This is an optimization exercise on Yosys and OpenROAD, whose aim is small area, a short achievable clock period and few clock cycles per item, not a production implementation.
The RTL was checked by simulation tests, not by an equivalence proof against the original design.

==> flow/design.v, too long to show whole: its modules and the start of the top module <==
// module mx_dot_acc: 1607 lines
module mx_dot_acc (
    input  wire         clk,
    input  wire         rst,         
    input  wire         in_valid,
    output wire         in_ready,
    input  wire         in_first,    
    input  wire         in_last,     
    input  wire [31:0]  acc_init,    
    input  wire [127:0] w_data,      
    input  wire [7:0]   w_scale,     
    input  wire [255:0] a_data,      
    input  wire [7:0]   a_scale,     
    input  wire [7:0]   skip_t,      
    output reg          out_valid,
    output reg  [31:0]  out_acc      
);
  // ...
==> flow/run.sh <==
#!/bin/bash
# synth_recipe.tcl (not shown) runs the flow's synth.tcl, then flattens the netlist and writes it again
# the make line also repeats each setting of config.mk as NAME=value (left out here)
make -C /OpenROAD-flow-scripts/flow DESIGN_CONFIG=/design/flow/config.mk WORK_HOME=/design/flow/orfs CLKGATE_MAP_FILE= SYNTH_SCRIPT=/design/flow/synth_recipe.tcl finish
==> flow/config.mk <==
export PLATFORM = sky130hd
export DESIGN_NAME = mx_dot_acc
export DESIGN_NICKNAME = mx_dot_acc
export VERILOG_FILES = /design/flow/design.v
export SDC_FILE = /design/flow/constraint.sdc
export NUM_CORES = 4
export LEC_CHECK = 0
export ABC_AREA = 1
export CAP_MARGIN = 20
export CORE_MARGIN = 2
export CORE_UTILIZATION = 40
export SLEW_MARGIN = 20
==> flow/constraint.sdc <==
create_clock -name core_clock -period 40.0 [get_ports {clk}]
set_input_delay 8.0000 -clock core_clock [delete_from_list [all_inputs] [get_ports {clk}]]
set_output_delay 8.0000 -clock core_clock [all_outputs]
set_load 0.01 [all_outputs]
==> results.cfg, run 1 <==
[cells_and_area]
final_common_cell = nand2_1
clk_share_pct = 2.74
layout-drive-gt1-share_pct = 3.45
multiInputGateArea_um2 = 55000
clock_buffers = 87
multi_input_area_share_pct = 63.2
synthToLayoutAreaGrowth_pct = 12.5

[clock_tree]
clock-sinks = 618
path_clk_slew_ns = 0.07
postCtsSetupRepairBufs = 0
clkLatencyLatePin_ns = 0.71

[floorplan]
initial_core_util_pct = 40.2
row_count = 161
io_pins = 479

[synth]
yosys.area_share.xor_xnor_pct = 4.01
synth_edf_count = 32
netlist_top_cells_count = 2682 x nand2_1, 2247 x inv_1, 1319 x nor2_1, 1022 x o21ai_0, 751 x fa_1
synth_top_family_by_area = adder cells

[setup_path]
worst_setup_path_start_kind = flip-flop
cp.required_ns = 40.54
cp-end-kind = flip-flop
crit_top_cell = nand2_1
r2r-start = s2_first

[place]
pre_cts_ws_ns = 24.84
dpl_cell_area_um2 = 84700

[outcome]
status = timing/DRC/antenna clean

[drt]
first_pass_iters = 8
wl_met2_mm = 135
drtIter0Drc = 6053

[sta]
skew_ns = 0.0196
max_slew_margin_pct = 20.9

[grt]
use_met1_pct = 36.4
Testbench counts, summed over its fixed seeds: cycles 27,200, blocks 27,168.
==> run 2: changes to the inputs <==
--- a/flow/design.v
+++ b/flow/design.v
@@ -13,52 +13,58 @@
     input  wire [7:0]   skip_t,      
     output reg          out_valid,
     output reg  [31:0]  out_acc      
 );
     localparam [31:0] QNAN = 32'h7FC0_0000;
     assign in_ready = 1'b1;
     reg         r_valid, r_first, r_last;
     reg [31:0]  r_init;
-    reg [127:0] r_w;
-    reg [255:0] r_a;
+    reg [95:0]  r_w;     
+    reg [223:0] r_a;     
+    reg [31:0]  r_sg;    
     reg [7:0]   r_ws, r_as, r_t;
+    integer     ii;
     always @(posedge clk) begin
         r_valid <= in_valid & ~rst;
         r_first <= in_first;
         r_last  <= in_last;
         r_init  <= acc_init;
-        r_w     <= w_data;
-        r_a     <= a_data;
+        for (ii = 0; ii < 32; ii = ii + 1) begin
+            r_w[3*ii +: 3] <= w_data[4*ii +: 3];
+            r_a[7*ii +: 7] <= a_data[8*ii +: 7];
+            r_sg[ii]       <= w_data[4*ii+3] ^ a_data[8*ii+7];
+        end
         r_ws    <= w_scale;
         r_as    <= a_scale;
         r_t     <= skip_t;
     end
     function [11:0] elem;
-        input [3:0] w;
-        input [7:0] a;
+        input [2:0] w;
+        input [6:0] a;
+        input       sg;
         reg [1:0] wsig, wsh;
         reg [3:0] asig, ash;
         reg [5:0] p;
         begin
             wsig = {w[2] | w[1], w[0]};
             wsh  = (w[2:1] == 2'd0) ? 2'd0 : w[2:1] - 2'd1;
             asig = {|a[6:3], a[2:0]};
             ash  = (a[6:3] == 4'd0) ? 4'd0 : a[6:3] - 4'd1;
             p    = wsig * asig;
             elem[11:7] = {3'd0, wsh} + {1'b0, ash};
-            elem[6:0]  = (w[3] ^ a[7]) ? -{1'b0, p} : {1'b0, p};
+            elem[6:0]  = sg ? -{1'b0, p} : {1'b0, p};
         end
     endfunction
     reg [22:0] row [0:31];
     reg [11:0] el;
     integer    i;
     always @* begin
         for (i = 0; i < 32; i = i + 1) begin
-            el = elem(r_w[4*i +: 4], r_a[8*i +: 8]);
+            el = elem(r_w[3*i +: 3], r_a[7*i +: 7], r_sg[i]);
             row[i] = {{16{el[6]}}, el[6:0]} << el[11:7];
             row[i][22] = ~row[i][22];
         end
     end
     wire [27:0] csa_a, csa_b;
     wire ts1 = row[0][0] ^ row[1][0] ^ row[2][0];
     wire tc2 = (row[0][0] & row[1][0]) | (row[0][0] & row[2][0]) | (row[1][0] & row[2][0]);
     wire ts3 = row[3][0] ^ row[4][0] ^ row[5][0];
@@ -1442,166 +1448,199 @@
     wire ts1381 = tc1274 ^ ts1329 ^ tc1328;
     wire tc1382 = (tc1274 & ts1329) | (tc1274 & tc1328) | (ts1329 & tc1328);
     wire ts1383 = tc1278 ^ ts1331 ^ tc1330;
     wire tc1384 = (tc1278 & ts1331) | (tc1278 & tc1330) | (ts1331 & tc1330);
     wire ts1385 = tc1282 ^ ts1333 ^ tc1332;
     wire tc1386 = (tc1282 & ts1333) | (tc1282 & tc1332) | (ts1333 & tc1332);
     assign csa_a = {1'b0, tc1334, ts1385, ts1383, ts1381, ts1379, ts1377, ts1375, ts1373, ts1371, ts1369, ts1367, ts1365, ts1363, ts1361, ts1359, ts1357, ts1355, ts1353, ts1351, ts1349, ts1347, ts1345, ts1343, ts1341, ts1339, ts1337, ts1283};
     assign csa_b = {1'b0, tc1386, tc1384, tc1382, tc1380, tc1378, tc1376, tc1374, tc1372, tc1370, tc1368, tc1366, tc1364, tc1362, tc1360, tc1358, tc1356, tc1354, tc1352, tc1350, tc1348, tc1346, tc1344, tc1342, tc1340, tc1338, tc1336, ts1335};
-    wire [27:0] csa_sum = csa_a + csa_b;
-    wire [27:0] blk_sum = {~csa_sum[27], csa_sum[26:0]};
     reg blk_nan;
     integer n;
     always @* begin
         blk_nan = (r_ws == 8'hFF) || (r_as == 8'hFF);
         for (n = 0; n < 32; n = n + 1)
-            if (r_a[8*n +: 7] == 7'h7F)
+            if (r_a[7*n +: 7] == 7'h7F)
                 blk_nan = 1'b1;
     end
     wire blk_skip = (r_ws != 8'hFF) && (r_as != 8'hFF) &&
                     ((r_ws < r_t) || (r_as < r_t));
     wire [31:0] init_c = (r_init[30:23] == 8'h00) ? {r_init[31], 31'd0} :
                          (r_init[30:23] == 8'hFF && r_init[22:0] != 23'd0) ? QNAN :
                          r_init;
-    reg               s1_valid, s1_first, s1_last, s1_skip, s1_nan;
-    reg        [31:0] s1_init;
-    reg signed [27:0] s1_sum;
-    reg        [8:0]  s1_sexp;
+    reg        s1_valid, s1_first, s1_last, s1_skip, s1_nan;
+    reg [31:0] s1_init;
+    reg [27:0] s1_ca, s1_cb;
+    reg [8:0]  s1_sexp;
     always @(posedge clk) begin
         s1_valid <= r_valid & ~rst;
         s1_first <= r_first;
         s1_last  <= r_last;
         s1_init  <= init_c;
         s1_skip  <= blk_skip;
         s1_nan   <= blk_nan;
-        s1_sum   <= blk_sum;
+        s1_ca    <= csa_a;
+        s1_cb    <= csa_b;
         s1_sexp  <= {1'b0, r_ws} + {1'b0, r_as};
     end
-    reg        [31:0] cv_val;
-    reg               cv_neg;
-    reg        [26:0] cv_mag;
-    reg        [4:0]  cv_p;
-    reg        [26:0] cv_norm;
-    reg        [24:0] cv_mant;
-    reg               cv_inc;
-    reg signed [11:0] cv_exp;
-    integer           j;
+    wire [27:0] csa_sum = s1_ca + s1_cb;
+    wire [27:0] blk_sum = {~csa_sum[27], csa_sum[26:0]};
+    wire        cv_neg  = blk_sum[27];
+    wire [26:0] cv_mag  = cv_neg ? -blk_sum[26:0] : blk_sum[26:0];
+    reg  [4:0]  cv_lz;
+    integer     j;
     always @* begin
-        cv_neg  = s1_sum[27];
-        cv_mag  = cv_neg ? -s1_sum[26:0] : s1_sum[26:0];
-        cv_p    = 5'd0;
+        cv_lz = 5'd0;
         for (j = 0; j < 27; j = j + 1)
             if (cv_mag[j])
-                cv_p = j[4:0];
-        cv_norm = cv_mag << (5'd26 - cv_p);
-        cv_inc  = cv_norm[2] & (cv_norm[3] | cv_norm[1] | cv_norm[0]);
-        cv_mant = {1'b0, cv_norm[26:3]} + {24'd0, cv_inc};
-        cv_exp  = $signed({7'd0, cv_p}) + $signed({3'd0, s1_sexp}) - 12'sd137
-                  + $signed({11'd0, cv_mant[24]});
-        if (s1_nan)
+                cv_lz = 5'd26 - j[4:0];
+    end
+    wire [26:0] cv_norm = cv_mag << cv_lz;
+    reg        s2_valid, s2_first, s2_last, s2_skip, s2_nan, s2_neg;
+    reg [31:0] s2_init;
+    reg [26:0] s2_norm;
+    reg [4:0]  s2_lz;
+    reg [8:0]  s2_sexp;
+    always @(posedge clk) begin
+        s2_valid <= s1_valid & ~rst;
+        s2_first <= s1_first;
+        s2_last  <= s1_last;
+        s2_skip  <= s1_skip;
+        s2_nan   <= s1_nan;
+        s2_init  <= s1_init;
+        s2_neg   <= cv_neg;
+        s2_norm  <= cv_norm;
+        s2_lz    <= cv_lz;
+        s2_sexp  <= s1_sexp;
+    end
+    wire               cv_zero = ~s2_norm[26];
+    wire               cv_inc  = s2_norm[2] & (s2_norm[3] | s2_norm[1] | s2_norm[0]);
+    wire        [24:0] cv_mant = {1'b0, s2_norm[26:3]} + {24'd0, cv_inc};
+    wire signed [11:0] cv_exp  = $signed({3'd0, s2_sexp}) - $signed({7'd0, s2_lz}) - 12'sd111
+                                 + $signed({11'd0, cv_mant[24]});
+    reg  [31:0] cv_val;
+    always @* begin
+        if (s2_nan)
             cv_val = QNAN;
-        else if (cv_mag == 27'd0)
+        else if (cv_zero)
             cv_val = 32'h0000_0000;
         else if (cv_exp >= 12'sd255)
-            cv_val = {cv_neg, 8'hFF, 23'd0};
+            cv_val = {s2_neg, 8'hFF, 23'd0};
         else if (cv_exp <= 12'sd0)
-            cv_val = {cv_neg, 31'd0};
+            cv_val = {s2_neg, 31'd0};
         else if (cv_mant[24])
-            cv_val = {cv_neg, cv_exp[7:0], 23'd0};
+            cv_val = {s2_neg, cv_exp[7:0], 23'd0};
         else
-            cv_val = {cv_neg, cv_exp[7:0], cv_mant[22:0]};
+            cv_val = {s2_neg, cv_exp[7:0], cv_mant[22:0]};
     end
-    reg        s2_valid, s2_first, s2_last, s2_skip;
-    reg [31:0] s2_init, s2_val;
+    reg        s3_valid, s3_first, s3_last, s3_skip;
+    reg [31:0] s3_init, s3_val;
     always @(posedge clk) begin
-        s2_valid <= s1_valid & ~rst;
-        s2_first <= s1_first;
-        s2_last  <= s1_last;
-        s2_skip  <= s1_skip;
-        s2_init  <= s1_init;
-        s2_val   <= cv_val;
+        s3_valid <= s2_valid & ~rst;
+        s3_first <= s2_first;
+        s3_last  <= s2_last;
+        s3_skip  <= s2_skip;
+        s3_init  <= s2_init;
+        s3_val   <= cv_val;
     end
-    wire [31:0] base = s2_first ? s2_init : out_acc;
+    wire [31:0] base = s3_first ? s3_init : out_acc;
+    wire        bs = base[31];
+    wire [7:0]  be = base[30:23];
+    wire [22:0] bf = base[22:0];
+    wire        vs = s3_val[31];
+    wire [7:0]  ve = s3_val[30:23];
+    wire [22:0] vf = s3_val[22:0];
+    wire        b_zero = (be == 8'd0);
+    wire        v_zero = (ve == 8'd0);
+    wire        b_max  = (be == 8'hFF);
+    wire        v_max  = (ve == 8'hFF);
+    wire        b_nan  = b_max & bf[22];
+    wire        v_nan  = v_max & vf[22];
+    wire [8:0]  dbv  = {1'b0, be} - {1'b0, ve};
+    wire [8:0]  dvb  = {1'b0, ve} - {1'b0, be};
+    wire        b_ge = ~dbv[8];
+    wire [7:0]  d    = b_ge ? dbv[7:0] : dvb[7:0];
+    wire [23:0] mb   = {1'b1, bf};
+    wire [23:0] mv   = {1'b1, vf};
+    wire [23:0] mbig = b_ge ? mb : mv;
+    wire [23:0] msml = b_ge ? mv : mb;
+    wire [7:0]  ebig = b_ge ? be : ve;
+    wire        sbig = b_ge ? bs : vs;
+    wire        esub = bs ^ vs;
+    wire [4:0]  dsh  = (d > 8'd31) ? 5'd31 : d[4:0];
+    wire [53:0] shw  = {msml, 3'b000, 27'd0} >> dsh;
+    wire [26:0] al   = {shw[53:28], shw[27] | (|shw[26:0])};
+    wire [27:0] fsum = esub ? {1'b0, mbig, 3'b000} - {1'b0, al}
+                            : {1'b0, mbig, 3'b000} + {1'b0, al};
+    reg  [26:0] fn;
+    reg  signed [10:0] fe;
+    always @* begin
+        if (fsum[27]) begin
+            fn = {fsum[27:2], fsum[1] | fsum[0]};
+            fe = $signed({3'd0, ebig}) + 11'sd1;
+        end else if (fsum[26]) begin
+            fn = fsum[26:0];
+            fe = $signed({3'd0, ebig});
+        end else begin
+            fn = {fsum[25:0], 1'b0};
+            fe = $signed({3'd0, ebig}) - 11'sd1;
+        end
+    end
+    wire        f_inc  = fn[2] & (fn[3] | fn[1] | fn[0]);
+    wire [24:0] f_mant = {1'b0, fn[26:3]} + {24'd0, f_inc};
+    wire signed [10:0] f_exp = fe + $signed({10'd0, f_mant[24]});
+    wire [31:0] f_res = (f_exp >= 11'sd255) ? {sbig, 8'hFF, 23'd0} :
+                        (f_exp <= 11'sd0)   ? {sbig, 31'd0} :
+                        f_mant[24]          ? {sbig, f_exp[7:0], 23'd0} :
+                                              {sbig, f_exp[7:0], f_mant[22:0]};
+    wire        d0   = (dbv == 9'd0);
+    wire [24:0] na   = {mbig, 1'b0};
+    wire [24:0] nb   = d0 ? {msml, 1'b0} : {1'b0, msml};
+    wire [24:0] xab  = na - nb;
+    wire [24:0] xba  = nb - na;
+    wire        xneg = d0 & xab[24];     
+    wire [24:0] nx   = xneg ? xba : xab;
+    wire        nsgn = xneg ? ~sbig : sbig;
+    reg  [4:0]  nlz;
+    integer     m;
+    always @* begin
+        nlz = 5'd0;
+        for (m = 0; m < 25; m = m + 1)
+            if (nx[m])
+                nlz = 5'd24 - m[4:0];
+    end
+    wire [24:0] nsh    = nx << nlz;
+    wire        n_inc  = nx[24] & nx[0] & nx[1];
+    wire [24:0] n_mant = nx[24] ? ({1'b0, nx[24:1]} + {24'd0, n_inc}) : {1'b0, nsh[24:1]};
+    wire signed [10:0] n_exp = $signed({3'd0, ebig}) - $signed({6'd0, nlz})
+                               + $signed({10'd0, n_mant[24]});
+    wire [31:0] n_res = (nx == 25'd0)       ? 32'h0000_0000 :
+                        (n_exp >= 11'sd255) ? {nsgn, 8'hFF, 23'd0} :
+                        (n_exp <= 11'sd0)   ? {nsgn, 31'd0} :
+                        n_mant[24]          ? {nsgn, n_exp[7:0], 23'd0} :
+                                              {nsgn, n_exp[7:0], n_mant[22:0]};
+    wire near = esub & (d0 | (dbv == 9'd1) | (dvb == 9'd1));
     reg [31:0] ad_res;
-    reg [31:0] ad_x, ad_y;           
-    reg        ad_sub;
-    reg [7:0]  ad_d;
-    reg [27:0] ad_mx, ad_my, ad_sum;
-    reg [26:0] ad_shout;
-    reg [4:0]  ad_lz;
-    reg [26:0] ad_norm;
-    reg [24:0] ad_mant;
-    reg        ad_inc;
-    reg signed [10:0] ad_exp;
-    integer    k;
     always @* begin
-        ad_x = base;
-        ad_y = s2_val;
-        ad_sub = 1'b0; ad_d = 8'd0; ad_mx = 28'd0; ad_my = 28'd0; ad_sum = 28'd0;
-        ad_shout = 27'd0; ad_lz = 5'd0; ad_norm = 27'd0; ad_mant = 25'd0;
-        ad_inc = 1'b0; ad_exp = 11'sd0;
-        if ((base[30:23] == 8'hFF && base[22:0] != 23'd0) ||
-            (s2_val[30:23] == 8'hFF && s2_val[22:0] != 23'd0)) begin
+        if (b_nan || v_nan)
             ad_res = QNAN;
-        end else if (base[30:23] == 8'hFF && s2_val[30:23] == 8'hFF) begin
-            ad_res = (base[31] == s2_val[31]) ? base : QNAN;
-        end else if (base[30:23] == 8'hFF) begin
+        else if (b_max && v_max)
+            ad_res = (bs == vs) ? base : QNAN;
+        else if (b_max)
             ad_res = base;
-        end else if (s2_val[30:23] == 8'hFF) begin
-            ad_res = s2_val;
-        end else if (base[30:0] == 31'd0 && s2_val[30:0] == 31'd0) begin
-            ad_res = {base[31] & s2_val[31], 31'd0};
-        end else if (base[30:0] == 31'd0) begin
-            ad_res = s2_val;
-        end else if (s2_val[30:0] == 31'd0) begin
+        else if (v_max)
+            ad_res = s3_val;
+        else if (b_zero && v_zero)
+            ad_res = {bs & vs, 31'd0};
+        else if (b_zero)
+            ad_res = s3_val;
+        else if (v_zero)
             ad_res = base;
-        end else begin
-            if (s2_val[30:0] > base[30:0]) begin
-                ad_x = s2_val;
-                ad_y = base;
-            end
-            ad_sub = ad_x[31] ^ ad_y[31];
-            ad_d   = ad_x[30:23] - ad_y[30:23];
-            ad_mx  = {1'b0, 1'b1, ad_x[22:0], 3'b000};
-            if (ad_d >= 8'd27) begin
-                ad_my = 28'd1;   
-            end else begin
-                {ad_my, ad_shout} = {1'b0, 1'b1, ad_y[22:0], 3'b000, 27'd0} >> ad_d;
-                ad_my[0] = ad_my[0] | (|ad_shout);
-            end
-            ad_sum = ad_sub ? ad_mx - ad_my : ad_mx + ad_my;
-            if (ad_sum == 28'd0) begin
-                ad_res = 32'h0000_0000;
-            end else begin
-                ad_exp = $signed({3'd0, ad_x[30:23]});
-                if (ad_sum[27]) begin
-                    ad_norm = ad_sum[27:1] | {26'd0, ad_sum[0]};
-                    ad_exp  = ad_exp + 11'sd1;
-                end else begin
-                    ad_lz = 5'd0;
-                    for (k = 0; k < 27; k = k + 1)
-                        if (ad_sum[k])
-                            ad_lz = 5'd26 - k[4:0];
-                    ad_norm = ad_sum[26:0] << ad_lz;
-                    ad_exp  = ad_exp - $signed({6'd0, ad_lz});
-                end
-                ad_inc  = ad_norm[2] & (ad_norm[3] | ad_norm[1] | ad_norm[0]);
-                ad_mant = {1'b0, ad_norm[26:3]} + {24'd0, ad_inc};
-                ad_exp  = ad_exp + $signed({10'd0, ad_mant[24]});
-                if (ad_exp >= 11'sd255)
-                    ad_res = {ad_x[31], 8'hFF, 23'd0};
-                else if (ad_exp <= 11'sd0)
-                    ad_res = {ad_x[31], 31'd0};
-                else if (ad_mant[24])
-                    ad_res = {ad_x[31], ad_exp[7:0], 23'd0};
-                else
-                    ad_res = {ad_x[31], ad_exp[7:0], ad_mant[22:0]};
-            end
-        end
+        else
+            ad_res = near ? n_res : f_res;
     end
-    wire [31:0] acc_next = s2_skip ? base : ad_res;
+    wire [31:0] acc_next = s3_skip ? base : ad_res;
     always @(posedge clk) begin
-        out_valid <= s2_valid & s2_last & ~rst;
-        if (s2_valid)
+        out_valid <= s3_valid & s3_last & ~rst;
+        if (s3_valid)
             out_acc <= acc_next;
     end
 endmodule
==> flow/flow/run.sh (new file) <==
#!/bin/bash
# The standard layout (the standard.sh, its synthesis unchanged), with:
#  - ORFS's timing repair asked to leave a setup margin, so that
#    repair_timing works on paths well inside the clock period;
#  - the smallest buffer on each port.
# The SDC and the clock period are unchanged.
set -euo pipefail
cd "$(dirname "$0")/.."
KNOBS=(SETUP_SLACK_MARGIN=31 "BUFFER_PORTS_ARGS=-buffer_cell sky130_fd_sc_hd__buf_1")
bash standard.sh "${KNOBS[@]}" finish > flow_layout.log 2>&1
==> flow/standard.sh (new file) <==
#!/bin/bash
# synth_recipe.tcl (not shown) runs the flow's synth.tcl, then flattens the netlist and writes it again
# the make line also repeats each setting of config.mk as NAME=value (left out here)
make -C /OpenROAD-flow-scripts/flow DESIGN_CONFIG=/design/flow/config.mk WORK_HOME=/design/flow/orfs CLKGATE_MAP_FILE= SYNTH_SCRIPT=/design/flow/synth_recipe.tcl "${@:-finish}"
==> flow/config.mk (replaced) <==
export PLATFORM = sky130hd
export DESIGN_NAME = mx_dot_acc
export DESIGN_NICKNAME = mx_dot_acc
export VERILOG_FILES = /design/flow/design.v
export SDC_FILE = /design/flow/constraint.sdc
export NUM_CORES = 4
export LEC_CHECK = 0
export ABC_AREA = 1
export CAP_MARGIN = 20
export CORE_MARGIN = 4
export CORE_UTILIZATION = 45
export SLEW_MARGIN = 20
removed: flow/run.sh
==> run 2 against run 1 <==
Against the previous run:
- largest cell class unchanged
- highest routed layer unchanged
- first-iteration DRC count rose by 32%
- sequential share of layout area rose by 0.22 points
- critical path type unchanged
- still clean
- synthesized area is 6.9% higher
==> results.cfg, run 2 <==
[clock_tree]
cts_tree = built
clkLatencyLatePin_ns = 0.77
cts-root-buf = clkbuf_16
path_clk_slew_ns = 0.06
htreeDepth = 3
postCtsHoldBufs = 0
cts_made_buffers = 78
cts_buffer_depth = 3
clock-sinks = 691

[cells_and_area]
final_common_cell = nand2_1
mostFrequentLayoutCells = 2860 x nand2_1, 2314 x inv_1, 1339 x nor2_1
regMostFlops = r_a
layout.nets = 14900
synthToLayoutAreaGrowth_pct = 15.7
top_regs = r_a: 224 flops, r_w: 96 flops
layout-drive-gt1-share_pct = 8.58
largest_reg_flops = 224

[floorplan]
coreArea_um2 = 183000
row_count = 157
io_pins = 479
fp.dieW_um = 437
initial_core_util_pct = 45.2
die_h_um = 437
die-area_um2 = 191000

[sta]
worst_pin_slew_ns = 1.27
finalHoldViolCount = 0
tns_ns = 0
fmaxAchievable_ghz = 0.103
max_slew_margin_pct = 14.7
setup_viol_count_final = 0
fin_crit_sh_pct = 24.3
rsz0062_at_grt = true
skew_ns = 0.0806
maxSlewViolCount = 0
whs_ns = 0.299
min_period_ns = 9.73
timing.final.ws_setup_ns = 30.27

[place]
pre_cts_ws_ns = 26.38
dp_hpwl_mm = 298
gp_congestion = 1.11
port-buffer-count = 477

[setup_path]
critical-path-max-stage-delay_ns = 0.41
cp-end-kind = flip-flop
crit_top_cell = nand2_1
crit_fanout = 20
cp.required_ns = 40.49
worstSetupPathType = flip-flop to flip-flop
cp_top_family = simple AND/OR/NAND/NOR gates
worst_setup_path_start_kind = flip-flop
crit_buf_inv = 13
slowest_stage = nor4_4
worstPathArrival_ns = 10.22

[synth]
synth_nets = 14200
synth_top_cell_area_share_pct = 18.3
synth_ff_type = dfxtp_1
synth_edf_count = 32
yosysTopAreaCell = fa_1
yosysMostFrequentCell = nand2_1
avgSynthCellArea_um2 = 6.59
syn_inst = 12600
synth.distinct_cells = 75
synthArstFlopShare_pct = 0
synthTopCellsByArea = fa_1 18%, dfxtp_1 16%, nand2_1 13%
netlist_top_cells_count = 2961 x nand2_1, 2351 x inv_1, 1380 x nor2_1, 1010 x o21ai_0, 755 x fa_1
syn_area_um2 = 82700
ys_warn_count = 2
yosys_register_bits = 691
yosysSeqAreaShare_pct = 17.1

[drt]
vias = 86100
viasPerCell = 5.46
drtAntennaViolNets = 0
drc_errors = 0
wire_per_inst_um = 22.6
routed_wl_mm = 357
first_pass_iters = 8
drtIter0Drc = 8002

[grt]
grt_pass1_wl_mm = 520
grt_max_degree = 37
gr-total-overflow = 0
grt_pass1_vias = 82500
antenna_found_initial = 15
grt_use_total_pct = 36.4

[flow_run]
cap_violations = 0

[outcome]
status = timing/DRC/antenna clean

[min_path]
hp-class = flip-flop to flip-flop
-- run 2: cell count changes after synthesis, sizes merged, moves of 35 or more --
cell,delta
nand2,+278
nand3,+174
a21oi,+125
inv,+86
dfxtp,+73
nor2,+67
or2,-67
nor3,+62
o22ai,+61
clkbuf,+48
xor2,-38
o21ai,-35
-- run 2: cell families after synthesis --
family | synth area share, %
xor gates and xnor gates | 3.65
muxes | 0.365
other | 0.00453
buffers and inverters | 12.4
and+or+nand+nor | 27.2
adders and majority gates | 25.1
DFF | 17.1
AOI/OAI and AO/OA | 14.1
-- run 2: layer usage --
| metal | vias to the layer above | wire [um] | track usage (%) | part of all wire [%] |
|---|---|---|---|---|
| met1 | 40400 | 135000 | 43.4 | 38 |
| met3 | 933 | 28400 | 6.45 | 7.9 |
| met5 | - | 25 | 0 | 0.0070 |
| met2 | 3771 | 160000 | 58.9 | 45 |
| li1 | 40900 | - | - | - |
| met4 | 4 | 33300 | 26.4 | 9.3 |
-- run 2: final timing paths --
path	start	endpoint	slack, ns	cells past startpoint
max	s3_first	out_acc[12]	30.27	72
min	s2_init[15]	s3_init[15]	0.30	0
max reg2reg	s3_first	out_acc[12]	30.27	72
min reg2reg	s2_init[15]	s3_init[15]	0.30	0
-- run 2: per-stage QoR --
stage | std cells | util, % | area, um2
5_1_grt | 15800 | 52.3 | 95700
2_1_floorplan | 12600 | - | 82900
6_report | 15800 | 52.3 | 95700
4_1_cts | 15700 | 51.7 | 94500
3_3_place_gp | 15300 | 47.5 | 86900
3_5_place_dp | 15300 | 47.5 | 86900
-- run 2: repair_timing --
action / 4_1_cts / 5_1_grt
pin swaps: 186 / 134
endpoints found under the setup margin: 65 / 64
resized for setup: 607 / 188
gates cloned: 33 / 3
endpoints found under the hold margin: 0 / 0
buffers inserted: 255 / 55
-- run 2: layout make-up --
cell class	count	area, um2
clock inverters	40	563
repair buffers	850	5270
well taps	2464	3080
repair inverters	14	125
diodes	4	10.0
fillers	18200	87200
clock buffers	105	2180
multi-input cells	9200	61200
flip-flops and latches	691	14200
inverters	2407	9150
Testbench counts of run 2, summed over its fixed seeds: cycles 27,208, blocks 27,168.
==> run 3: changes to the inputs <==
==> flow/flow/run.sh (replaced) <==
#!/bin/bash
# The standard layout (the standard.sh, its synthesis unchanged), with:
#  - the combinational logic of the synthesized netlist re-mapped by a
#    stronger ABC area script (flow/reabc.sh); registers are kept by name;
#  - ORFS's timing repair asked to leave a setup margin, so that
#    repair_timing works on paths well inside the clock period;
#  - the smallest buffer on each port.
# The SDC and the clock period are unchanged.
set -euo pipefail
cd "$(dirname "$0")/.."
KNOBS=(SETUP_SLACK_MARGIN=31 "BUFFER_PORTS_ARGS=-buffer_cell sky130_fd_sc_hd__buf_1")
R=orfs/results/sky130hd/mx_dot_acc/base
bash standard.sh "${KNOBS[@]}" synth > flow_synth.log 2>&1
cp $R/1_2_yosys.v orfs/1_2_yosys_standard.v
bash flow/reabc.sh orfs/1_2_yosys_standard.v orfs/1_2_yosys_reabc.v \
    "$FLOW_HOME/platforms/sky130hd/lib/sky130_fd_sc_hd__tt_025C_1v80.lib" orfs/reabc > flow_reabc.log 2>&1 \
  && [[ -s orfs/1_2_yosys_reabc.v ]] \
  && cp orfs/1_2_yosys_reabc.v $R/1_2_yosys.v && touch $R/1_2_yosys.v \
  || echo "re-mapping failed: the standard netlist is laid out" >> flow_reabc.log
bash standard.sh "${KNOBS[@]}" finish > flow_layout.log 2>&1
==> flow/flow/reabc.sh (new file) <==
#!/bin/bash
# Re-maps the combinational logic of a synthesized netlist with a stronger
# ABC area script; registers (and tie cells) are kept as they are, by name.
# usage: reabc.sh NETLIST_IN NETLIST_OUT LIBERTY WORKDIR
set -euo pipefail
IN=$1; OUT=$2; LIB=$3; W=$4
mkdir -p "$W"
DU=$(grep -o 'cell *( *"\?sky130_fd_sc_hd__[A-Za-z0-9_]*' "$LIB" | sed 's/.*\(sky130_fd_sc_hd__[A-Za-z0-9_]*\)/\1/' | grep -E 'lpflow|probe' | sort -u | sed 's/^/-dont_use /' | tr '\n' ' ')
cat > "$W/area.abc" <<'EOS'
&get -n
&st
&dch -f
&nf -a
&mfs
&put
topo
buffer -c
upsize -c
dnsize -c
EOS
printf 'set_driving_cell sky130_fd_sc_hd__buf_1\nset_load 5\n' > "$W/abc.constr"
cat > "$W/reabc.ys" <<EOS
read_liberty -ignore_miss_func $LIB
read_verilog $IN
hierarchy -top mx_dot_acc
setattr -mod -set keep_hierarchy 1 sky130_fd_sc_hd__*df* sky130_fd_sc_hd__conb_1
flatten
opt_clean
abc -liberty $LIB -script $W/area.abc -constr $W/abc.constr -D 40000 $DU
opt_clean -purge
stat -liberty $LIB
select mx_dot_acc
write_verilog -noattr -nohex -nodec -selected $OUT
EOS
Y=yosys
[[ -n "${FLOW_HOME:-}" && -x "$FLOW_HOME/../tools/install/yosys/bin/yosys" ]] && Y="$FLOW_HOME/../tools/install/yosys/bin/yosys"
"$Y" -l "$W/reabc.log" -q "$W/reabc.ys"
==> run 3 against run 2 <==
Against the previous run:
- still clean on timing, DRC and antenna
- sequential share of layout area increased by 1.1 points
- clock skew shrank 0.021 ns
- critical path depth down 28
- setup slack improved by 0.0034 ns
- cell count fell by 8.7%
- largest cell class unchanged
- highest routed layer unchanged
==> results.cfg, run 3 <==
[cells_and_area]
regMostFlops = r_a
synthToLayoutAreaGrowth_pct = 16.5
top_regs = r_a: 224 flops, r_w: 96 flops
layout.nets = 12600
layout-drive-gt1-share_pct = 10.1
fin_cells = 14400
largest_reg_flops = 224
fin_area_um2 = 89100
mostFrequentLayoutCells = 1834 x nand2_1, 1681 x nor2_1, 1046 x o21ai_0
final_common_cell = nand2_1
postLayoutCoreUtil_pct = 52.7

[sta]
min_period_ns = 9.72
max_slew_margin_pct = 9.24
setup_viol_count_final = 0
maxSlewViolCount = 0
fmaxAchievable_ghz = 0.103
skew_ns = 0.0596
rsz0062_at_grt = true
tns_ns = 0
finalHoldViolCount = 0
fin_crit_sh_pct = 24.3
worst_pin_slew_ns = 1.35

[place]
dp_hpwl_mm = 266
dp_cells = 13900
dpl_cell_area_um2 = 80400
port-buffer-count = 477
gp_congestion = 1.05

[setup_path]
worstPathArrival_ns = 10.15
ff2ff_setup_slack_ns = 30.28
worstSetupPathType = flip-flop to flip-flop
crit_fanout = 5
cp.required_ns = 40.43
slowest_stage = or4_4
cp-end-kind = flip-flop
crit_top_cell = buf_6
critical-path-max-stage-delay_ns = 0.57
worst_setup_path_start_kind = flip-flop

[grt]
antenna_found_initial = 8
grt_use_total_pct = 34.6
gr-max-usage-layer = met2
grt_pass1_vias = 76200
use_met3_pct = 5.70
use_met1_pct = 43.2
grt_max_degree = 67
grt_pass1_wl_mm = 466
grtUsageMet2_pct = 55.8
gr-total-overflow = 0

[drt]
vias = 84200
viasPerCell = 5.85
drc_errors = 0
routed_wl_mm = 322
wire_per_inst_um = 22.4
first_pass_iters = 10
drtIter0Drc = 7414
drtAntennaViolNets = 0

[clock_tree]
cts-root-buf = clkbuf_16
cts_tree = built
cts_made_buffers = 74
htreeDepth = 3
clock-sinks = 691
path_clk_slew_ns = 0.07
clkLatencyLatePin_ns = 0.75
cts_buffer_depth = 3

[floorplan]
die_h_um = 420
initial_core_util_pct = 45.2
fp.dieW_um = 420
coreArea_um2 = 169000
die-area_um2 = 177000
io_pins = 479
row_count = 151

[synth]
syn_area_um2 = 76500
synth_nets = 11900
ys_warn_count = 2
avgSynthCellArea_um2 = 6.66
syn_inst = 11500

[flow_run]
cap_violations = 0

[min_path]
hp-class = flip-flop to flip-flop

[outcome]
status = timing/DRC/antenna clean
[run 3: cell type report]
class                           count  area, um2
Fill cell                       16900      80000
Multi-Input combinational cell  10300      63200
Sequential cell                   691      14200
Timing Repair Buffer              855       5460
Tap cell                         2218       2780
Clock buffer                      104       2170
Inverter                          230        867
Clock inverter                     31        457
Antenna cell                        7       17.5
[run 3: worst paths after layout]
kind / endpoint / cells past startpoint / startpoint
setup / recovery: out_acc[24] / 44 / s3_first
hold / removal: s3_init[20] / 0 / s2_init[20]
setup reg to reg: out_acc[24] / 44 / s3_first
hold reg to reg: s3_init[20] / 0 / s2_init[20]
[run 3: through the flow]
stage / hold slack (ns) / setup WS, ns
6_report: 0.315 / 30.28
3_3_place_gp: 0.310 / 26.53
3_5_place_dp: 0.312 / 26.98
2_1_floorplan: 0.310 / 31.00
5_1_grt: 0.322 / 29.99
4_1_cts: 0.311 / 30.55
[run 3: metal layers]
layer,vias up,routed length (um)
met3,761,23400
met1,38900,133000
met2,3249,143000
met4,4,23200
met5,-,26
li1,41300,-
[run 3: timing repair]
item | CTS | global route
setup buffers | 249 | 36
pin swaps | 170 | 63
hold buffers | 0 | 0
setup endpoints to repair | 65 | 78
cloned | 28 | 1
resized for setup | 498 | 117
[run 3: worst max-delay path: cells and delay by family, from the launching register on]
family	cells	cell delay, ns
and+or+nand+nor	11	2.95
buffers and inverters	10	1.31
DFF	1	0.42
xor gates and xnor gates	2	0.37
AOI/OAI and AO/OA	19	3.57
adders and majority gates	1	0.46
muxes	1	0.32
==> run 4: changes to the inputs <==
--- a/flow/config.mk
+++ b/flow/config.mk
@@ -8,5 +8,5 @@
 export ABC_AREA = 1
 export CAP_MARGIN = 20
 export CORE_MARGIN = 4
-export CORE_UTILIZATION = 45
+export CORE_UTILIZATION = 50
 export SLEW_MARGIN = 20
==> run 4 against run 3 <==
Against the previous run:
- still clean on timing, DRC and antenna
- clock skew decreased by 0.031 ns
- first-iteration DRC count grew 18%
- routed wire length shrank 1.6%
- fmax shrank 1.1%
- non-clock buffer count down 36
- setup slack lost 0.11 ns
- clock-buffer cell count decreased by 10
- core utilization increased by 5.5 points
- synthesized area did not move
- final area fell by 0.83%
- via count up 1.4%
- critical path type unchanged
==> results.cfg, run 4 <==
[outcome]
status = timing/DRC/antenna clean

[drt]
highest_layer = met5
dr_wl_met3_mm = 28.3
vias = 85400
met1Wirelength_mm = 127
drtAntennaViolNets = 0
first_pass_iters = 9
drtIter0Drc = 8759
wire_per_inst_um = 22.4
routed_wl_mm = 317
drc_errors = 0
viasPerCell = 6.02
wl_met2_mm = 138

[clock_tree]
clkLatencyLatePin_ns = 0.72
path_clk_slew_ns = 0.07
cts_buffer_depth = 3
htreeDepth = 3
cts_made_buffers = 73
clock-sinks = 691
postCtsHoldBufs = 0
cts_tree = built
cts-root-buf = clkbuf_16

[sta]
rsz0062_at_grt = true
min_period_ns = 9.83
fmaxAchievable_ghz = 0.102
worst_pin_slew_ns = 1.26
fin_crit_sh_pct = 24.6
max_slew_margin_pct = 15.1
skew_ns = 0.0287
whs_ns = 0.325
tns_ns = 0
setup_viol_count_final = 0
finalHoldViolCount = 0
maxSlewViolCount = 0

[floorplan]
coreArea_um2 = 152000
row_count = 143
initial_core_util_pct = 50.3
die-area_um2 = 159000
fp.dieW_um = 399
die_h_um = 399
io_pins = 479

[place]
port-buffer-count = 477
gp_congestion = 1.07
dp_cells = 13800
dp_hpwl_mm = 259

[synth]
syn_area_um2 = 76500
ys_warn_count = 2
avgSynthCellArea_um2 = 6.66
syn_inst = 11500
synth_nets = 11900

[min_path]
min_from = s1_sexp[6]
hold-path-endpoint = s2_sexp[6]
hp-class = flip-flop to flip-flop
min_path_cells = 0

[cells_and_area]
fin_cells = 14200
final_common_cell = nand2_1
fill_cells = 14500
layout-drive-gt1-share_pct = 9.75
layout.nets = 12500
top_regs = r_a: 224 flops, r_w: 96 flops
largest_reg_flops = 224
mostFrequentLayoutCells = 1835 x nand2_1, 1692 x nor2_1, 1049 x o21ai_0
synthToLayoutAreaGrowth_pct = 15.6
regMostFlops = r_a

[flow_run]
cap_violations = 0

[grt]
gr-total-overflow = 0
antenna_found_initial = 8
grt_pass1_vias = 76100
grt_pass1_wl_mm = 458
grt_use_total_pct = 37.4
grt_max_degree = 119

[setup_path]
worstSetupPathType = flip-flop to flip-flop
ff2ff_setup_slack_ns = 30.17
crit_buf_inv = 8
worstPathArrival_ns = 10.36
reg2reg_to = out_acc[5]
critical-path-max-stage-delay_ns = 0.54
crit_fanout = 8
r2r-start = s3_first
crit_top_cell = buf_6
cp_top_family = compound AO/OA/AOI/OAI gates
slowest_stage = or4_4
cp-end-kind = flip-flop
worst_setup_path_start_kind = flip-flop
rr_worst_depth = 44
cp.required_ns = 40.53

[pwr]
run 4: timing repair:
item,4_1_cts,5_1_grt
endpoints found under the setup margin,65,89
gates cloned,25,4
pin swaps,177,81
buffers inserted,206,48
resized for setup,444,122
run 4: per-layer routing:
layer / track usage (%) / vias up
li1: - / 41200
met1: 46.7 / 39400
met2: 59.3 / 3848
met3: 7.26 / 861
met4: 23.7 / 8
met5: 0 / -
run 4: through the flow:
| stage | cell area [um2] | util (%) | setup slack, ns |
|---|---|---|---|
| 4_1_cts | 87300 | 57.5 | 30.53 |
| 2_1_floorplan | 76500 | - | 31.00 |
| 5_1_grt | 88400 | 58.2 | 29.87 |
| 3_5_place_dp | 80100 | 52.7 | 27.46 |
| 3_3_place_gp | 80100 | 52.7 | 27.75 |
| 6_report | 88400 | 58.2 | 30.17 |
run 4: how the worst max path moves through the flow:
stage | start | to | slack (ns) | depth (start not counted)
floorplan | s3_first | out_acc[2] | 31.00 | 39
global placement | s3_first | out_acc[22] | 27.75 | 36
detailed placement | s3_first | out_acc[22] | 27.46 | 37
CTS | s3_first | out_acc[24] | 30.53 | 43
global route | s3_first | out_acc[25] | 29.87 | 45
finish | s3_first | out_acc[5] | 30.17 | 44
run 4: area by class of cell:
type | instances | area [um2] | area share [%]
repair buffers | 819 | 5180 | 5.86
flip-flops and latches | 691 | 14200 | 16.0
well taps | 2030 | 2540 | 2.87
inverters | 230 | 867 | 0.981
diodes | 5 | 12.5 | 0.0142
clock inverters | 36 | 559 | 0.633
multi-input cells | 10300 | 63000 | 71.3
clock buffers | 94 | 2060 | 2.33
run 4: worst register-to-register path: cells and delay by family (launching register included):
kind	cells	cell delay (ns)
compound gates	23	4.78
xor+xnor	2	0.40
buf+inv	8	1.20
flops	1	0.37
mux	1	0.42
simple gates	10	2.50
==> run 5: changes to the inputs <==
--- a/flow/flow/run.sh
+++ b/flow/flow/run.sh
@@ -8,7 +8,7 @@
 # The SDC and the clock period are unchanged.
 set -euo pipefail
 cd "$(dirname "$0")/.."
-KNOBS=(SETUP_SLACK_MARGIN=31 "BUFFER_PORTS_ARGS=-buffer_cell sky130_fd_sc_hd__buf_1")
+KNOBS=(SETUP_SLACK_MARGIN=32 "BUFFER_PORTS_ARGS=-buffer_cell sky130_fd_sc_hd__buf_1")
 R=orfs/results/sky130hd/mx_dot_acc/base
 bash standard.sh "${KNOBS[@]}" synth > flow_synth.log 2>&1
 cp $R/1_2_yosys.v orfs/1_2_yosys_standard.v
--- a/flow/flow/reabc.sh
+++ b/flow/flow/reabc.sh
@@ -10,7 +10,7 @@
 &get -n
 &st
 &dch -f
-&nf -a
+&nf -a -C 32 -F 8 -A 4 -p
 &mfs
 &put
 topo
--- a/flow/config.mk
+++ b/flow/config.mk
@@ -8,5 +8,5 @@
 export ABC_AREA = 1
 export CAP_MARGIN = 20
 export CORE_MARGIN = 4
-export CORE_UTILIZATION = 50
+export CORE_UTILIZATION = 45
 export SLEW_MARGIN = 20
==> run 5 against run 4 <==
Against the previous run:
- global-route usage is 1.6 points lower
- critical endpoint unchanged
- sequential cell count is the same
- critical path depth stayed put
- synthesized cell count is 4.6% lower
- die area grew 10%
- clock-buffer cell count is 1 higher
- critical path type unchanged
- sequential share of layout area is 0.37 points higher
==> results.cfg, run 5 <==
[outcome]
status = timing/DRC/antenna clean

[setup_path]
slowest_stage = or4_4
cp.required_ns = 40.48
setup.worst_path.start = s3_first
cp.depth = 44
crit_fanout = 15
rr_worst_depth = 44
worst_setup_path_start_kind = flip-flop
crit_buf_inv = 10
endpoint = out_acc[5]
cp_top_family = compound AO/OA/AOI/OAI gates
crit_top_cell = buf_4
cp-end-kind = flip-flop
worstSetupPathType = flip-flop to flip-flop
ff2ff_setup_slack_ns = 29.53
r2r-start = s3_first
reg2reg_to = out_acc[5]
critical-path-max-stage-delay_ns = 0.57
worstPathArrival_ns = 10.95

[sta]
skew_ns = 0.0638
min_period_ns = 10.47
rsz0062_at_grt = true
fmaxAchievable_ghz = 0.0955
tns_ns = 0
fin_crit_sh_pct = 26.2
max_slew_margin_pct = 18.4
setup_viol_count_final = 0
worst_pin_slew_ns = 1.21
whs_ns = 0.323
maxSlewViolCount = 0
finalHoldViolCount = 0

[place]
gp_congestion = 1.04
dp_hpwl_mm = 273
port-buffer-count = 477
dpl_cell_area_um2 = 79800

[clock_tree]
clkLatencyLatePin_ns = 0.77
cts-root-buf = clkbuf_16
cts_tree = built
path_clk_slew_ns = 0.06
cts_buffer_depth = 3
postCtsHoldBufs = 0
htreeDepth = 3
cts_made_buffers = 76
clock-sinks = 691

[grt]
grt_pass1_wl_mm = 471
grt_max_degree = 54
grt_pass1_vias = 73500
gr-total-overflow = 0
grt_use_total_pct = 35.8
antenna_found_initial = 13

[synth]
ys_warn_count = 2
syn_inst = 11000
synth_nets = 11400
avgSynthCellArea_um2 = 6.94
syn_area_um2 = 76000

[cells_and_area]
layout.nets = 11800
regMostFlops = r_a
layout-drive-gt1-share_pct = 8.40
register_area_um2 = 14200
multiInputGateArea_um2 = 61400
postLayoutCoreUtil_pct = 51.6
top_regs = r_a: 224 flops, r_w: 96 flops
largest_reg_flops = 224
fin_area_um2 = 86400
synthToLayoutAreaGrowth_pct = 13.7
final_common_cell = nand2_1
mostFrequentLayoutCells = 1484 x nand2_1, 1384 x nor2_1, 946 x o21ai_0
fill_cells = 16800

[floorplan]
fp.dieW_um = 419
io_pins = 479
initial_core_util_pct = 45.3
row_count = 150
die_h_um = 419
coreArea_um2 = 168000
die-area_um2 = 176000

[drt]
viasPerCell = 5.91
routed_wl_mm = 330
drtIter0Drc = 7120
vias = 80900
first_pass_iters = 7
drtAntennaViolNets = 0
drc_errors = 0
wire_per_inst_um = 24.1

[flow_run]
cap_violations = 0

[min_path]
hp-class = flip-flop to flip-flop
-- run 5: per-stage QoR --
stage | std cells | setup slack, ns
floorplan | 11000 | 30.63
global placement | 13400 | 26.68
detailed placement | 13400 | 26.58
CTS | 13600 | 29.86
global route | 13700 | 29.23
finish | 13700 | 29.53
-- run 5: layer usage --
metal / global-route usage (%) / wire length (um) / part of all wire (%) / up-vias
met2: 58.9 / 149000 / 45 / 3017
met1: 41.5 / 129000 / 39 / 37700
li1: - / - / - / 39400
met3: 7.34 / 24000 / 7.3 / 765
met4: 25.4 / 28000 / 8.5 / 6
met5: 0 / 37 / 0.011 / -
-- run 5: worst min-delay path by stage --
stage / depth (start not counted) / end / slack, ns / from
after floorplan: 0 / s3_first / 0.31 / s2_first
after global placement: 0 / s2_init[0] / 0.31 / s1_init[0]
after detailed placement: 0 / s2_init[16] / 0.31 / s1_init[16]
after CTS: 0 / s2_init[5] / 0.32 / s1_init[5]
after global routing: 0 / s2_init[5] / 0.32 / s1_init[5]
final: 0 / s2_init[11] / 0.32 / s1_init[11]
-- run 5: what timing repair did --
action,in CTS,in global routing
resized for setup,245,194
pin swaps,75,106
gates cloned,18,0
setup buffers,105,43
endpoints found under the setup margin,102,131
-- run 5: area by class of cell --
cell class,instances,area share [%]
Inverter,304,1.33
Tap cell,2204,3.19
Antenna cell,17,0.0492
Sequential cell,691,16.4
Multi-Input combinational cell,9633,71.1
Clock buffer,95,2.42
Clock inverter,45,0.678
Timing Repair Buffer,697,4.83
-- run 5: worst reg2reg max path: cells and delay by family (launching register included) --
family | cells | cell delay [ns]
AOI/OAI and AO/OA | 17 | 3.71
xor gates and xnor gates | 3 | 0.37
buffers and inverters | 10 | 1.76
DFF | 1 | 0.37
muxes | 1 | 0.33
and+or+nand+nor | 13 | 3.68
==> run 6: changes to the inputs <==
--- a/flow/flow/reabc.sh
+++ b/flow/flow/reabc.sh
@@ -10,7 +10,7 @@
 &get -n
 &st
 &dch -f
-&nf -a -C 32 -F 8 -A 4 -p
+&nf -a -R 20 -C 32 -F 8 -A 4 -p
 &mfs
 &put
 topo
==> run 6 against run 5 <==
Against the previous run:
- critical endpoint is now out_acc[19]
- critical path type unchanged
- die area down 1.2%
- clock-buffer cell count up 2
- synthesized cell count up 0.19%
- sequential cell count unchanged
- global-route usage up 0.065 points
==> results.cfg, run 6 <==
[cells_and_area]
fin_area_um2 = 85300
fin_cells = 13700
regMostFlops = r_a
layout.nets = 11900
synthToLayoutAreaGrowth_pct = 13.6
top_regs = r_a: 224 flops, r_w: 96 flops
fill_cells = 16700
largest_reg_flops = 224
postLayoutCoreUtil_pct = 51.6
final_common_cell = nand2_1
mostFrequentLayoutCells = 1544 x nand2_1, 1449 x nor2_1, 1043 x o21ai_0
layout-drive-gt1-share_pct = 8.12

[drt]
first_pass_iters = 9
drtAntennaViolNets = 0
vias = 81200
wire_per_inst_um = 23.9
viasPerCell = 5.91
routed_wl_mm = 329
drc_errors = 0
drtIter0Drc = 7328

[outcome]
status = timing/DRC/antenna clean

[grt]
gr-total-overflow = 0
grt_max_degree = 57
antenna_found_initial = 8
grt_use_total_pct = 35.9
grt_pass1_wl_mm = 470
grt_pass1_vias = 73500

[sta]
finalHoldViolCount = 0
skew_ns = 0.0484
tns_ns = 0
maxSlewViolCount = 0
fin_crit_sh_pct = 27.9
fmaxAchievable_ghz = 0.0897
timing.final.ws_setup_ns = 28.85
whs_ns = 0.316
setup_viol_count_final = 0
worst_pin_slew_ns = 1.22
max_slew_margin_pct = 17.9
rsz0062_at_grt = true
min_period_ns = 11.15

[floorplan]
fp.dieW_um = 416
io_pins = 479
initial_core_util_pct = 45.4
die-area_um2 = 173000
die_h_um = 416
coreArea_um2 = 165000
row_count = 149

[setup_path]
crit_top_cell = buf_4
crit_buf_inv = 15
r2r-start = s3_first
worstSetupPathType = flip-flop to flip-flop
worstPathArrival_ns = 11.72
worst_setup_path_start_kind = flip-flop
ff2ff_setup_slack_ns = 28.85
setup.worst_path.start = s3_first
critical-path-max-stage-delay_ns = 0.54
cp.required_ns = 40.57
crit_fanout = 12
cp-end-kind = flip-flop
cp_top_family = compound AO/OA/AOI/OAI gates
slowest_stage = mux4_2

[clock_tree]
cts_tree = built
cts_made_buffers = 75
clkLatencyLatePin_ns = 0.76
clock-sinks = 691
htreeDepth = 3
postCtsHoldBufs = 0
path_clk_slew_ns = 0.06
cts-root-buf = clkbuf_16
cts_buffer_depth = 3

[min_path]
min_from = s2_init[17]
hp-class = flip-flop to flip-flop

[synth]
syn_inst = 11000
synth_nets = 11400
ys_warn_count = 2
syn_area_um2 = 75100
avgSynthCellArea_um2 = 6.84

[place]
port-buffer-count = 477
gp_congestion = 1.11
dpl_cell_area_um2 = 78900
dp_cells = 13400
dp_hpwl_mm = 274
pre_cts_ws_ns = 25.85

[flow_run]
cap_violations = 0
==> run 6: changes by cell type in the layout (fill, tap and decap cells not counted), moves of 50 or more <==
cell and change:
buf_4 +87, a21oi_1 +78, nor2_1 +65, mux2_2 -50, o21ai_0 +97, nand2_1 +60
==> run 6: worst paths after layout <==
check	endpoint	depth (start not counted)
worst max-delay path	out_acc[19]	52
worst min-delay path	s3_init[17]	0
worst max register to register	out_acc[19]	52
worst min register to register	s3_init[17]	0
==> run 6: layer usage <==
| metal | global-route usage (%) | part of all wire [%] | up-vias |
|---|---|---|---|
| li1 | - | - | 39600 |
| met1 | 41.9 | 39 | 37900 |
| met4 | 26.0 | 8.8 | 8 |
| met3 | 6.92 | 7.2 | 719 |
| met5 | 0 | 0.016 | - |
| met2 | 58.8 | 45 | 3062 |
==> run 6: area by class of cell <==
type	count	area, um2	share of cell area, %
antenna	13	32.5	0.0382
clock buffer	97	2060	2.42
clock inverter	37	494	0.580
inverter	254	962	1.13
multi-input combinational	9686	60100	70.5
sequential	691	14200	16.6
tap	2189	2740	3.21
timing repair buffer	781	4680	5.48
==> run 6: what timing repair did <==
action                     in CTS  in global routing
gates cloned                   18                  3
pin swaps                      73                 83
setup endpoints to repair     108                131
buffers inserted              152                 57
resized for setup             185                145

==> what the ideal ports hide <==
In the flow no input, the clock included, has a driving cell. The finished layouts below were timed again as built, in two steps. Step 1, drivers: a clkbuf_16 drives clk and a buf_2 each remaining input, both assumed. Step 2 times the ports against the registers' clock, not the clock port: input delays grow and output delays shrink by t, the midpoint of the rising clock arrivals with the driver on. a / b / c = ideal / step 1 / step 2; a / b = the first two.
| run | t (ns) | setup WS [ns] | hold WS [ns] | slew at the worst register clock pin (ns) | pins driven straight from the clock port |
|---|---|---|---|---|---|
| run 1 | 0.803 | 24.584 / 24.584 / 24.584 | 0.322 / 0.322 / 0.322 | 0.07 / 0.07 | 1 |
| run 2 | 0.816 | 30.273 / 30.273 / 30.273 | 0.299 / 0.299 / 0.299 | 0.09 / 0.09 | 1 |
| run 3 | 0.813 | 30.277 / 30.277 / 30.277 | 0.315 / 0.315 / 0.315 | 0.07 / 0.07 | 1 |
| run 4 | 0.781 | 30.171 / 30.171 / 30.171 | 0.325 / 0.325 / 0.325 | 0.08 / 0.08 | 1 |
| run 5 | 0.822 | 29.532 / 29.532 / 29.532 | 0.323 / 0.323 / 0.323 | 0.07 / 0.07 | 1 |
| run 6 | 0.831 | 28.854 / 28.854 / 28.854 | 0.316 / 0.316 / 0.316 | 0.08 / 0.08 | 1 |
After both steps every run listed still meets setup and hold.
